This is an optimization exercise on Yosys and OpenROAD, whose aim is small area and a short achievable clock period, not a production implementation. Where RTL was checked, it was by simulation tests only, not by an equivalence proof against the original.

==> inputs of v14 <==
==> flow/design.v <==
module fil_stage (
    input  wire               clk,
    input  wire               rst,
    input  wire               v,        
    input  wire               e,        
    input  wire [4:0]         k,        
    input  wire [3:0]         lm1,      
    input  wire signed [23:0] x,
    output reg  [28:0]        b,        
    output wire [3:0]         nm1       
);
    reg  [16*24-1:0] hist;              
    reg              pc;                
    wire        g     = k > {1'b0, lm1};            
    wire [23:0] x_old = hist[24*lm1 +: 24];
    wire [28:0] base  = pc ? 29'd0 : b;
    wire [23:0] xo    = g ? x_old : 24'd0;
    wire [24:0] dx    = {x[23], x} - {xo[23], xo};
    wire [29:0] bsum  = {base, 1'b1} + {{3{dx[24]}}, dx, 1'b0, ~g};
    wire [28:0] b_new = bsum[29:1];
    assign nm1 = g ? lm1 : k[3:0];
    always @(posedge clk) begin
        if (rst) begin
            pc <= 1'b1;
        end else if (v) begin
            pc <= e;
            b  <= b_new;
        end
        if (v && !e)
            hist <= {hist[15*24-1:0], x};
    end
endmodule
module fil_div (
    input  wire [28:0] b,
    input  wire [3:0]  nm1,
    output wire [23:0] y
);
    wire [3:0] a = ~nm1;
    function [4:0] step;                 
        input [3:0] r;
        input       bi;
        input [3:0] a;                   
        reg [4:0] c;
        reg [3:0] s, t;
        reg       q;
        begin
            t    = {r[2:0], bi};
            c[0] = 1'b0;
            s[0] = t[0] ^ a[0];
            c[1] = t[0] & a[0];
            s[1] = t[1] ^ a[1] ^ c[1];
            c[2] = (t[1] & a[1]) | (t[1] & c[1]) | (a[1] & c[1]);
            s[2] = t[2] ^ a[2] ^ c[2];
            c[3] = (t[2] & a[2]) | (t[2] & c[2]) | (a[2] & c[2]);
            s[3] = t[3] ^ a[3] ^ c[3];
            c[4] = (t[3] & a[3]) | (t[3] & c[3]) | (a[3] & c[3]);
            q    = r[3] | c[4];
            step = {q, q ? s : t};
        end
    endfunction
    wire [4:0]  r5 = b[28:24] + (b[28] ? {1'b0, nm1} + 5'd1 : 5'd0);
    wire [3:0]  r [0:23];
    wire [22:0] q;
    assign r[23] = r5[3:0];
    genvar i;
    generate
        for (i = 23; i >= 1; i = i - 1) begin : g
            assign {q[i-1], r[i-1]} = step(r[i], b[i], a);
        end
    endgenerate
    wire tie = (r[0] == 4'd0) && !b[0];
    assign y = {b[28], q[22:1], q[0] & ~tie};
endmodule
module fil_slot (
    input  wire        clk,
    input  wire        rst,           
    input  wire        in_valid,      
    input  wire [23:0] in_data,       
    input  wire        in_clip,
    input  wire        in_supply,
    input  wire        in_nv,
    input  wire        in_restart,    
    input  wire [1:0]  cfg_stages,    
    input  wire [3:0]  cfg_l1m1,
    input  wire [3:0]  cfg_l2m1,
    input  wire [3:0]  cfg_l3m1,
    input  wire [15:0] cfg_dm1,
    output reg         out_valid,
    output reg  [23:0] out_value,
    output reg         out_uns,
    output reg         out_clip,
    output reg         out_supply,
    output reg         out_nv
);
    reg        v0, e0;
    reg [23:0] x0;
    reg [2:0]  mk0;
    reg [3:0]  c1_0, c2_0, c3_0;      
    reg [15:0] set_dm1;
    always @(posedge clk) begin
        v0   <= in_valid && !rst;
        e0   <= in_restart;
        x0   <= in_data;
        mk0  <= {in_nv, in_supply, in_clip};
        c1_0 <= (cfg_stages >= 2'd1) ? cfg_l1m1 : 4'd0;
        c2_0 <= (cfg_stages >= 2'd2) ? cfg_l2m1 : 4'd0;
        c3_0 <= (cfg_stages == 2'd3) ? cfg_l3m1 : 4'd0;
        if (rst)
            set_dm1 <= 16'd0;
        else if (in_valid && in_restart)
            set_dm1 <= cfg_dm1;
    end
    reg        first;
    reg [3:0]  l1, l2, l3;
    reg [4:0]  k;                     
    reg [5:0]  m;                     
    reg [15:0] dcnt;                  
    reg [5:0]  age_c, age_s, age_n;   
    wire       restart = first || e0;
    wire [4:0] k_new   = (k == 5'd16) ? 5'd16 : k + 5'd1;
    wire [5:0] sup = 6'd1 + {2'b0, l1} + {2'b0, l2} + {2'b0, l3};
    function [5:0] age_next;
        input       mk;
        input [5:0] age;
        begin
            age_next = mk ? 6'd0 : ((age == 6'd63) ? 6'd63 : age + 6'd1);
        end
    endfunction
    wire [5:0] age_c_new = age_next(mk0[0], age_c);
    wire [5:0] age_s_new = age_next(mk0[1], age_s);
    wire [5:0] age_n_new = age_next(mk0[2], age_n);
    wire [5:0] m_new     = (m == 6'd63) ? 6'd63 : m + 6'd1;
    wire       dz        = (dcnt == 16'd0);
    wire       keep      = restart || dz;
    wire [28:0] b1;
    wire [3:0]  n1;
    fil_stage u_s1 (.clk(clk), .rst(rst), .v(v0), .e(restart), .k(k), .lm1(l1),
                    .x(x0), .b(b1), .nm1(n1));
    reg        v1, e1, ov1;
    reg [4:0]  k1;
    reg [3:0]  l2_1, l3_1, n1_1;
    reg [3:0]  f1;                    
    always @(posedge clk) begin
        if (rst) begin
            first <= 1'b1;
            l1    <= 4'd0;
            l2    <= 4'd0;
            l3    <= 4'd0;
            k     <= 5'd0;
            age_c <= 6'd63;
            age_s <= 6'd63;
            age_n <= 6'd63;
        end else if (v0) begin
            if (restart) begin
                first <= 1'b0;
                k     <= 5'd0;
                m     <= 6'd0;
                dcnt  <= set_dm1;
                age_c <= 6'd63;
                age_s <= 6'd63;
                age_n <= 6'd63;
                if (e0) begin
                    l1 <= c1_0;
                    l2 <= c2_0;
                    l3 <= c3_0;
                end
            end else begin
                k     <= k_new;
                m     <= m_new;
                dcnt  <= dz ? set_dm1 : dcnt - 16'd1;
                age_c <= age_c_new;
                age_s <= age_s_new;
                age_n <= age_n_new;
            end
        end
        v1   <= v0 && !rst;
        ov1  <= v0 && keep && !rst;
        e1   <= restart;
        k1   <= k;
        l2_1 <= l2;
        l3_1 <= l3;
        n1_1 <= n1;
        f1   <= {age_n_new < sup, age_s_new < sup, age_c_new < sup,
                 restart || (m_new < sup)};
    end
    wire [23:0] y1;
    fil_div u_d1 (.b(b1), .nm1(n1_1), .y(y1));
    wire [28:0] b2;
    wire [3:0]  n2;
    fil_stage u_s2 (.clk(clk), .rst(rst), .v(v1), .e(e1), .k(k1), .lm1(l2_1),
                    .x(y1), .b(b2), .nm1(n2));
    reg        v2, e2, ov2;
    reg [4:0]  k2;
    reg [3:0]  l3_2, n2_2;
    reg [3:0]  f2;
    always @(posedge clk) begin
        v2   <= v1 && !rst;
        ov2  <= ov1 && !rst;
        e2   <= e1;
        k2   <= k1;
        l3_2 <= l3_1;
        n2_2 <= n2;
        f2   <= f1;
    end
    wire [23:0] y2;
    fil_div u_d2 (.b(b2), .nm1(n2_2), .y(y2));
    wire [28:0] b3;
    wire [3:0]  n3;
    fil_stage u_s3 (.clk(clk), .rst(rst), .v(v2), .e(e2), .k(k2), .lm1(l3_2),
                    .x(y2), .b(b3), .nm1(n3));
    reg        ov3;
    reg [3:0]  n3_3;
    reg [3:0]  f3;
    always @(posedge clk) begin
        ov3  <= ov2 && !rst;
        n3_3 <= n3;
        f3   <= f2;
    end
    wire [23:0] y3;
    fil_div u_d3 (.b(b3), .nm1(n3_3), .y(y3));
    always @(posedge clk) begin
        out_valid  <= ov3 && !rst;
        out_value  <= y3;
        {out_nv, out_supply, out_clip, out_uns} <= f3;
    end
endmodule
==> flow/flow/run.sh <==
#!/bin/bash
# The standard layout (standard.sh), except that synthesis maps the logic
# with an area-oriented ABC script (flow/abc.script) in place of ORFS's
# delay-oriented one.  Everything else - the synthesis passes, flattening,
# renaming, and all later steps - is standard.sh unchanged.
set -euo pipefail
W=$(pwd)
mkdir -p "$W/own"

# ORFS's synth.tcl, with the ABC script swapped right after the preamble
# has built the abc argument list.
sed "s|^source \$::env(SCRIPTS_DIR)/synth_preamble.tcl\$|&\nset abc_args [lreplace \$abc_args 1 1 $W/flow/abc.script]|" \
    "$FLOW_HOME/scripts/synth.tcl" > "$W/own/synth.tcl"
grep -q "lreplace \$abc_args 1 1" "$W/own/synth.tcl"

# The standard flow's synthesis script, sourcing that copy
sed "s|\$::env(SCRIPTS_DIR)/synth.tcl|$W/own/synth.tcl|" "$W/synth_recipe.tcl" > "$W/own/synth_recipe.tcl"
grep -q "$W/own/synth.tcl" "$W/own/synth_recipe.tcl"

# standard.sh, using that synthesis script
sed "s|$W/synth_recipe.tcl|$W/own/synth_recipe.tcl|g" "$W/standard.sh" > "$W/own/standard.sh"
grep -q "$W/own/synth_recipe.tcl" "$W/own/standard.sh"

bash "$W/own/standard.sh" > "$W/flow.log" 2>&1
==> flow/flow/abc.script <==
strash
dch
map -a
topo
==> flow/standard.sh <==
#!/bin/bash
# synth_recipe.tcl (not shown) runs the flow's synth.tcl, then flattens the netlist and writes it again
# the make line also repeats each setting of config.mk as NAME=value (left out here)
make -C /OpenROAD-flow-scripts/flow DESIGN_CONFIG=/design/flow/config.mk WORK_HOME=/design/flow/orfs CLKGATE_MAP_FILE= SYNTH_SCRIPT=/design/flow/synth_recipe.tcl "${@:-finish}"
==> flow/config.mk <==
export PLATFORM = sky130hd
export DESIGN_NAME = fil_slot
export DESIGN_NICKNAME = fil_slot
export VERILOG_FILES = /design/flow/design.v
export SDC_FILE = /design/flow/constraint.sdc
export NUM_CORES = 4
export LEC_CHECK = 0
export CAP_MARGIN = 20
export CORE_MARGIN = 2
export CORE_UTILIZATION = 40
export SLEW_MARGIN = 20
==> flow/constraint.sdc <==
create_clock -name core_clock -period 230.0 [get_ports {clk}]
set_input_delay 46.0000 -clock core_clock [delete_from_list [all_inputs] [get_ports {clk}]]
set_output_delay 46.0000 -clock core_clock [all_outputs]
set_load 0.01 [all_outputs]
==> v6: changes against v14 <==
--- a/flow/design.v
+++ b/flow/design.v
@@ -1,2 +1,4 @@
-module fil_stage (
+module fil_stage #(
+    parameter FAST = 1                  
+) (
     input  wire               clk,
@@ -11,24 +13,56 @@
 );
-    reg  [16*24-1:0] hist;              
+    reg  [16*24-1:0] hist_n;            
     reg              pc;                
+    function [28:0] radd;
+        input [28:0] a;
+        input [28:0] bb;
+        input        ci;
+        reg          c;
+        integer      i;
+        begin
+            c = ci;
+            for (i = 0; i < 29; i = i + 1) begin
+                radd[i] = a[i] ^ bb[i] ^ c;
+                c       = (a[i] & bb[i]) | (a[i] & c) | (bb[i] & c);
+            end
+        end
+    endfunction
     wire        g     = k > {1'b0, lm1};            
-    wire [23:0] x_old = hist[24*lm1 +: 24];
+    wire [15:0] tap   = g ? 16'd1 << lm1 : 16'd0;
+    reg  [23:0] xo;
+    integer j;
+    always @(*) begin
+        xo = 24'd0;
+        for (j = 0; j < 16; j = j + 1)
+            xo = xo | (~hist_n[24*j +: 24] & {24{tap[j]}});
+    end
     wire [28:0] base  = pc ? 29'd0 : b;
-    wire [23:0] xo    = g ? x_old : 24'd0;
-    wire [24:0] dx    = {x[23], x} - {xo[23], xo};
-    wire [29:0] bsum  = {base, 1'b1} + {{3{dx[24]}}, dx, 1'b0, ~g};
-    wire [28:0] b_new = bsum[29:1];
+    wire [28:0] p     = radd(base, {{4{~xo[23]}}, ~xo, ~g}, 1'b0);
+    wire [28:0] xs    = {{5{x[23]}}, x};
+    wire [27:0] hi;
+    generate
+        if (FAST) begin : fa
+            wire [28:0] s = {p[28:1], 1'b1} + {xs[27:0], 1'b1};
+            assign hi = s[28:1];
+        end else begin : ra
+            wire [28:0] s = radd({1'b0, p[28:1]}, {1'b0, xs[27:0]}, 1'b1);
+            assign hi = s[27:0];
+        end
+    endgenerate
+    wire [28:0] b_new = {hi, p[0]};
     assign nm1 = g ? lm1 : k[3:0];
     always @(posedge clk) begin
-        if (rst) begin
+        if (rst)
             pc <= 1'b1;
-        end else if (v) begin
+        else if (v)
             pc <= e;
+        if (v)
             b  <= b_new;
-        end
         if (v && !e)
-            hist <= {hist[15*24-1:0], x};
+            hist_n <= {hist_n[15*24-1:0], ~x};
     end
 endmodule
-module fil_div (
+module fil_div #(
+    parameter NFAST = 0                  
+) (
     input  wire [28:0] b,
@@ -60,2 +94,23 @@
     endfunction
+    function [4:0] step_fast;
+        input [3:0] r;
+        input       bi;
+        input [3:0] a;
+        reg [3:0] t, s, c;
+        reg       q, c4;
+        begin
+            t    = {r[2:0], bi};
+            c[0] = 1'b0;
+            c[1] = t[0] & a[0];
+            c[2] = (t[1] & a[1]) | ((t[1] | a[1]) & t[0] & a[0]);
+            c[3] = (t[2] & a[2]) | ((t[2] | a[2]) & (t[1] & a[1]))
+                 | ((t[2] | a[2]) & (t[1] | a[1]) & t[0] & a[0]);
+            c4   = (t[3] & a[3]) | ((t[3] | a[3]) & (t[2] & a[2]))
+                 | ((t[3] | a[3]) & (t[2] | a[2]) & (t[1] & a[1]))
+                 | ((t[3] | a[3]) & (t[2] | a[2]) & (t[1] | a[1]) & t[0] & a[0]);
+            q    = r[3] | c4;
+            s    = t ^ a ^ c;
+            step_fast = {q, q ? s : t};
+        end
+    endfunction
     wire [4:0]  r5 = b[28:24] + (b[28] ? {1'b0, nm1} + 5'd1 : 5'd0);
@@ -67,3 +122,7 @@
         for (i = 23; i >= 1; i = i - 1) begin : g
-            assign {q[i-1], r[i-1]} = step(r[i], b[i], a);
+            if (i > 23 - NFAST) begin : f
+                assign {q[i-1], r[i-1]} = step_fast(r[i], b[i], a);
+            end else begin : c
+                assign {q[i-1], r[i-1]} = step(r[i], b[i], a);
+            end
         end
@@ -99,14 +158,16 @@
     reg [15:0] set_dm1;
-    always @(posedge clk) begin
-        v0   <= in_valid && !rst;
-        e0   <= in_restart;
-        x0   <= in_data;
-        mk0  <= {in_nv, in_supply, in_clip};
-        c1_0 <= (cfg_stages >= 2'd1) ? cfg_l1m1 : 4'd0;
-        c2_0 <= (cfg_stages >= 2'd2) ? cfg_l2m1 : 4'd0;
-        c3_0 <= (cfg_stages == 2'd3) ? cfg_l3m1 : 4'd0;
-        if (rst)
+    reg        rst_r;
+    always @(posedge clk) begin
+        rst_r <= rst;
+        v0    <= in_valid && !rst;
+        e0    <= in_restart;
+        x0    <= in_data;
+        mk0   <= {in_nv, in_supply, in_clip};
+        c1_0  <= (cfg_stages >= 2'd1) ? cfg_l1m1 : 4'd0;
+        c2_0  <= (cfg_stages >= 2'd2) ? cfg_l2m1 : 4'd0;
+        c3_0  <= (cfg_stages == 2'd3) ? cfg_l3m1 : 4'd0;
+        if (in_valid && in_restart)
+            set_dm1 <= cfg_dm1;
+        else if (rst_r)
             set_dm1 <= 16'd0;
-        else if (in_valid && in_restart)
-            set_dm1 <= cfg_dm1;
     end
@@ -114,4 +175,3 @@
     reg [3:0]  l1, l2, l3;
-    reg [4:0]  k;                     
-    reg [5:0]  m;                     
+    reg [5:0]  k;                     
     reg [15:0] dcnt;                  
@@ -119,3 +179,4 @@
     wire       restart = first || e0;
-    wire [4:0] k_new   = (k == 5'd16) ? 5'd16 : k + 5'd1;
+    wire [5:0] k_new   = (k == 6'd63) ? 6'd63 : k + 6'd1;
+    wire [4:0] ks      = {k[5] | k[4], k[3:0]};
     wire [5:0] sup = 6'd1 + {2'b0, l1} + {2'b0, l2} + {2'b0, l3};
@@ -131,3 +192,2 @@
     wire [5:0] age_n_new = age_next(mk0[2], age_n);
-    wire [5:0] m_new     = (m == 6'd63) ? 6'd63 : m + 6'd1;
     wire       dz        = (dcnt == 16'd0);
@@ -136,3 +196,3 @@
     wire [3:0]  n1;
-    fil_stage u_s1 (.clk(clk), .rst(rst), .v(v0), .e(restart), .k(k), .lm1(l1),
+    fil_stage #(.FAST(0)) u_s1 (.clk(clk), .rst(rst_r), .v(v0), .e(restart), .k(ks), .lm1(l1),
                     .x(x0), .b(b1), .nm1(n1));
@@ -143,3 +203,3 @@
     always @(posedge clk) begin
-        if (rst) begin
+        if (rst_r) begin
             first <= 1'b1;
@@ -148,3 +208,3 @@
             l3    <= 4'd0;
-            k     <= 5'd0;
+            k     <= 6'd0;
             age_c <= 6'd63;
@@ -155,4 +215,3 @@
                 first <= 1'b0;
-                k     <= 5'd0;
-                m     <= 6'd0;
+                k     <= 6'd0;
                 dcnt  <= set_dm1;
@@ -168,3 +227,2 @@
                 k     <= k_new;
-                m     <= m_new;
                 dcnt  <= dz ? set_dm1 : dcnt - 16'd1;
@@ -178,3 +236,3 @@
         e1   <= restart;
-        k1   <= k;
+        k1   <= ks;
         l2_1 <= l2;
@@ -183,9 +241,9 @@
         f1   <= {age_n_new < sup, age_s_new < sup, age_c_new < sup,
-                 restart || (m_new < sup)};
+                 restart || (k_new < sup)};
     end
     wire [23:0] y1;
-    fil_div u_d1 (.b(b1), .nm1(n1_1), .y(y1));
+    fil_div #(.NFAST(4)) u_d1 (.b(b1), .nm1(n1_1), .y(y1));
     wire [28:0] b2;
     wire [3:0]  n2;
-    fil_stage u_s2 (.clk(clk), .rst(rst), .v(v1), .e(e1), .k(k1), .lm1(l2_1),
+    fil_stage u_s2 (.clk(clk), .rst(rst_r), .v(v1), .e(e1), .k(k1), .lm1(l2_1),
                     .x(y1), .b(b2), .nm1(n2));
@@ -205,6 +263,6 @@
     wire [23:0] y2;
-    fil_div u_d2 (.b(b2), .nm1(n2_2), .y(y2));
+    fil_div #(.NFAST(4)) u_d2 (.b(b2), .nm1(n2_2), .y(y2));
     wire [28:0] b3;
     wire [3:0]  n3;
-    fil_stage u_s3 (.clk(clk), .rst(rst), .v(v2), .e(e2), .k(k2), .lm1(l3_2),
+    fil_stage u_s3 (.clk(clk), .rst(rst_r), .v(v2), .e(e2), .k(k2), .lm1(l3_2),
                     .x(y2), .b(b3), .nm1(n3));
@@ -219,3 +277,3 @@
     wire [23:0] y3;
-    fil_div u_d3 (.b(b3), .nm1(n3_3), .y(y3));
+    fil_div #(.NFAST(0)) u_d3 (.b(b3), .nm1(n3_3), .y(y3));
     always @(posedge clk) begin
--- a/flow/flow/run.sh
+++ b/flow/flow/run.sh
@@ -1,6 +1,9 @@
 #!/bin/bash
-# The standard layout (standard.sh), except that synthesis maps the logic
-# with an area-oriented ABC script (flow/abc.script) in place of ORFS's
-# delay-oriented one.  Everything else - the synthesis passes, flattening,
-# renaming, and all later steps - is standard.sh unchanged.
+# The standard layout (standard.sh), except that
+#  - synthesis maps the logic with an area-oriented ABC script
+#    (flow/abc.script) in place of ORFS's delay-oriented one; the synthesis
+#    passes, flattening and renaming are unchanged;
+#  - the port buffers are buf_2 cells (ORFS picks a delay cell);
+#  - clock tree synthesis adds no dummy loads and clusters up to 28 sinks
+#    within 90 um under each leaf buffer (fewer, fuller leaf buffers).
 set -euo pipefail
@@ -23,2 +26,5 @@
 
-bash "$W/own/standard.sh" > "$W/flow.log" 2>&1
+bash "$W/own/standard.sh" \
+    "BUFFER_PORTS_ARGS=-buffer_cell sky130_fd_sc_hd__buf_2" \
+    "CTS_ARGS=-sink_clustering_enable -repair_clock_nets -dont_use_dummy_load -sink_clustering_size 28 -sink_clustering_max_diameter 90" \
+    finish > "$W/flow.log" 2>&1
==> flow/flow/abc.script (replaced) <==
strash
dch
map -a
strash
dch
map -a
strash
dch
map -a
topo
- CORE_UTILIZATION: 40 -> 70
==> v16: changes against v14 <==
--- a/flow/design.v
+++ b/flow/design.v
@@ -37,3 +37,3 @@
 );
-    wire [3:0] a = ~nm1;
+    wire [3:0] nn = ~nm1;
     function [4:0] step;                 
@@ -41,3 +41,3 @@
         input       bi;
-        input [3:0] a;                   
+        input [3:0] nn;
         reg [4:0] c;
@@ -48,10 +48,10 @@
             c[0] = 1'b0;
-            s[0] = t[0] ^ a[0];
-            c[1] = t[0] & a[0];
-            s[1] = t[1] ^ a[1] ^ c[1];
-            c[2] = (t[1] & a[1]) | (t[1] & c[1]) | (a[1] & c[1]);
-            s[2] = t[2] ^ a[2] ^ c[2];
-            c[3] = (t[2] & a[2]) | (t[2] & c[2]) | (a[2] & c[2]);
-            s[3] = t[3] ^ a[3] ^ c[3];
-            c[4] = (t[3] & a[3]) | (t[3] & c[3]) | (a[3] & c[3]);
+            s[0] = t[0] ^ nn[0];
+            c[1] = t[0] & nn[0];
+            s[1] = t[1] ^ nn[1] ^ c[1];
+            c[2] = (t[1] & nn[1]) | (t[1] & c[1]) | (nn[1] & c[1]);
+            s[2] = t[2] ^ nn[2] ^ c[2];
+            c[3] = (t[2] & nn[2]) | (t[2] & c[2]) | (nn[2] & c[2]);
+            s[3] = t[3] ^ nn[3] ^ c[3];
+            c[4] = (t[3] & nn[3]) | (t[3] & c[3]) | (nn[3] & c[3]);
             q    = r[3] | c[4];
@@ -60,10 +60,9 @@
     endfunction
-    wire [4:0]  r5 = b[28:24] + (b[28] ? {1'b0, nm1} + 5'd1 : 5'd0);
-    wire [3:0]  r [0:23];
-    wire [22:0] q;
-    assign r[23] = r5[3:0];
+    wire [3:0]  r [0:28];
+    wire [27:0] q;
+    assign r[28] = b[28] ? nm1 : 4'd0;
     genvar i;
     generate
-        for (i = 23; i >= 1; i = i - 1) begin : g
-            assign {q[i-1], r[i-1]} = step(r[i], b[i], a);
+        for (i = 28; i >= 1; i = i - 1) begin : g
+            assign {q[i-1], r[i-1]} = step(r[i], b[i], nn);
         end
@@ -71,3 +70,3 @@
     wire tie = (r[0] == 4'd0) && !b[0];
-    assign y = {b[28], q[22:1], q[0] & ~tie};
+    assign y = {q[23:1], q[0] & ~tie};
 endmodule
==> flow/run.sh (new file) <==
#!/bin/bash
# synth_recipe.tcl (not shown) runs the flow's synth.tcl, then flattens the netlist and writes it again
# the make line also repeats each setting of config.mk as NAME=value (left out here)
make -C /OpenROAD-flow-scripts/flow DESIGN_CONFIG=/design/flow/config.mk WORK_HOME=/design/flow/orfs CLKGATE_MAP_FILE= SYNTH_SCRIPT=/design/flow/synth_recipe.tcl finish
removed: flow/flow/run.sh
removed: flow/flow/abc.script
removed: flow/standard.sh
==> qor.csv <==
stage,metric,value,unit
drt,wire_per_inst,23.5,um
cells_and_area,fill_cells,5814,
run_status,status,finished clean,
cells_and_area,postLayoutCoreUtil,75.0,%
setup_path,startpoint,out_nv,
Source of the figures above: v6

==> qor.csv <==
stage,metric,value,unit
run_status,status,finished clean,
cells_and_area,postLayoutCoreUtil,45.9,%
cells_and_area,fill_cells,15616,
cells_and_area,multi_input_area,26100,um2
yosys,yosysTopAreaCell,edfxtp_1,
drt,wire_per_inst,17.6,um
Source of the figures above: v14

==> qor.csv <==
stage,metric,value,unit
clock_tree,clk_latency,790,ps
drt,via_per_inst,5.41,
yosys,synth_mux_area_share,13.4,%
cells_and_area,postLayoutCoreUtil,45.2,%
run_status,status,finished clean,
setup_path,startpoint,n1_1[0],
cells_and_area,multi_input_area_share,36.5,%
yosys,ys_ff_latch,1439,
Source of the figures above: v16

For v14, only the layout was checked, not whether the RTL still works.

port drivers added, routing unchanged:
In the flow no input, the clock included, has a driving cell. The finished layouts below were timed again as built, in two steps.
Step 1, drivers: a clkbuf_16 drives clk and a buf_2 each remaining input, both assumed.
Step 2 times the ports against the registers' clock, not the clock port: input delays grow and output delays shrink by t, the midpoint of the rising clock arrivals with the driver on.
Three values: ideal, step 1, step 2; two values: the first two.
run	shift t [ns]	slack for setup (ns)	worst setup path at the end	clock arrival spread, ns	pins driven straight from the clock port
v14	0.847	181.750 / 181.750 / 181.750	register to register	0.072 / 0.072	1
v6	0.750	182.839 / 182.771 / 182.570	input to register	0.088 / 0.088	1
v16	0.856	165.072 / 165.072 / 165.072	register to register	0.038 / 0.038	1
After both steps setup and hold are still met in every run listed. The setup slack of v6, which loses most, moves by -0.068 ns with the drivers and by -0.269 ns with both steps.
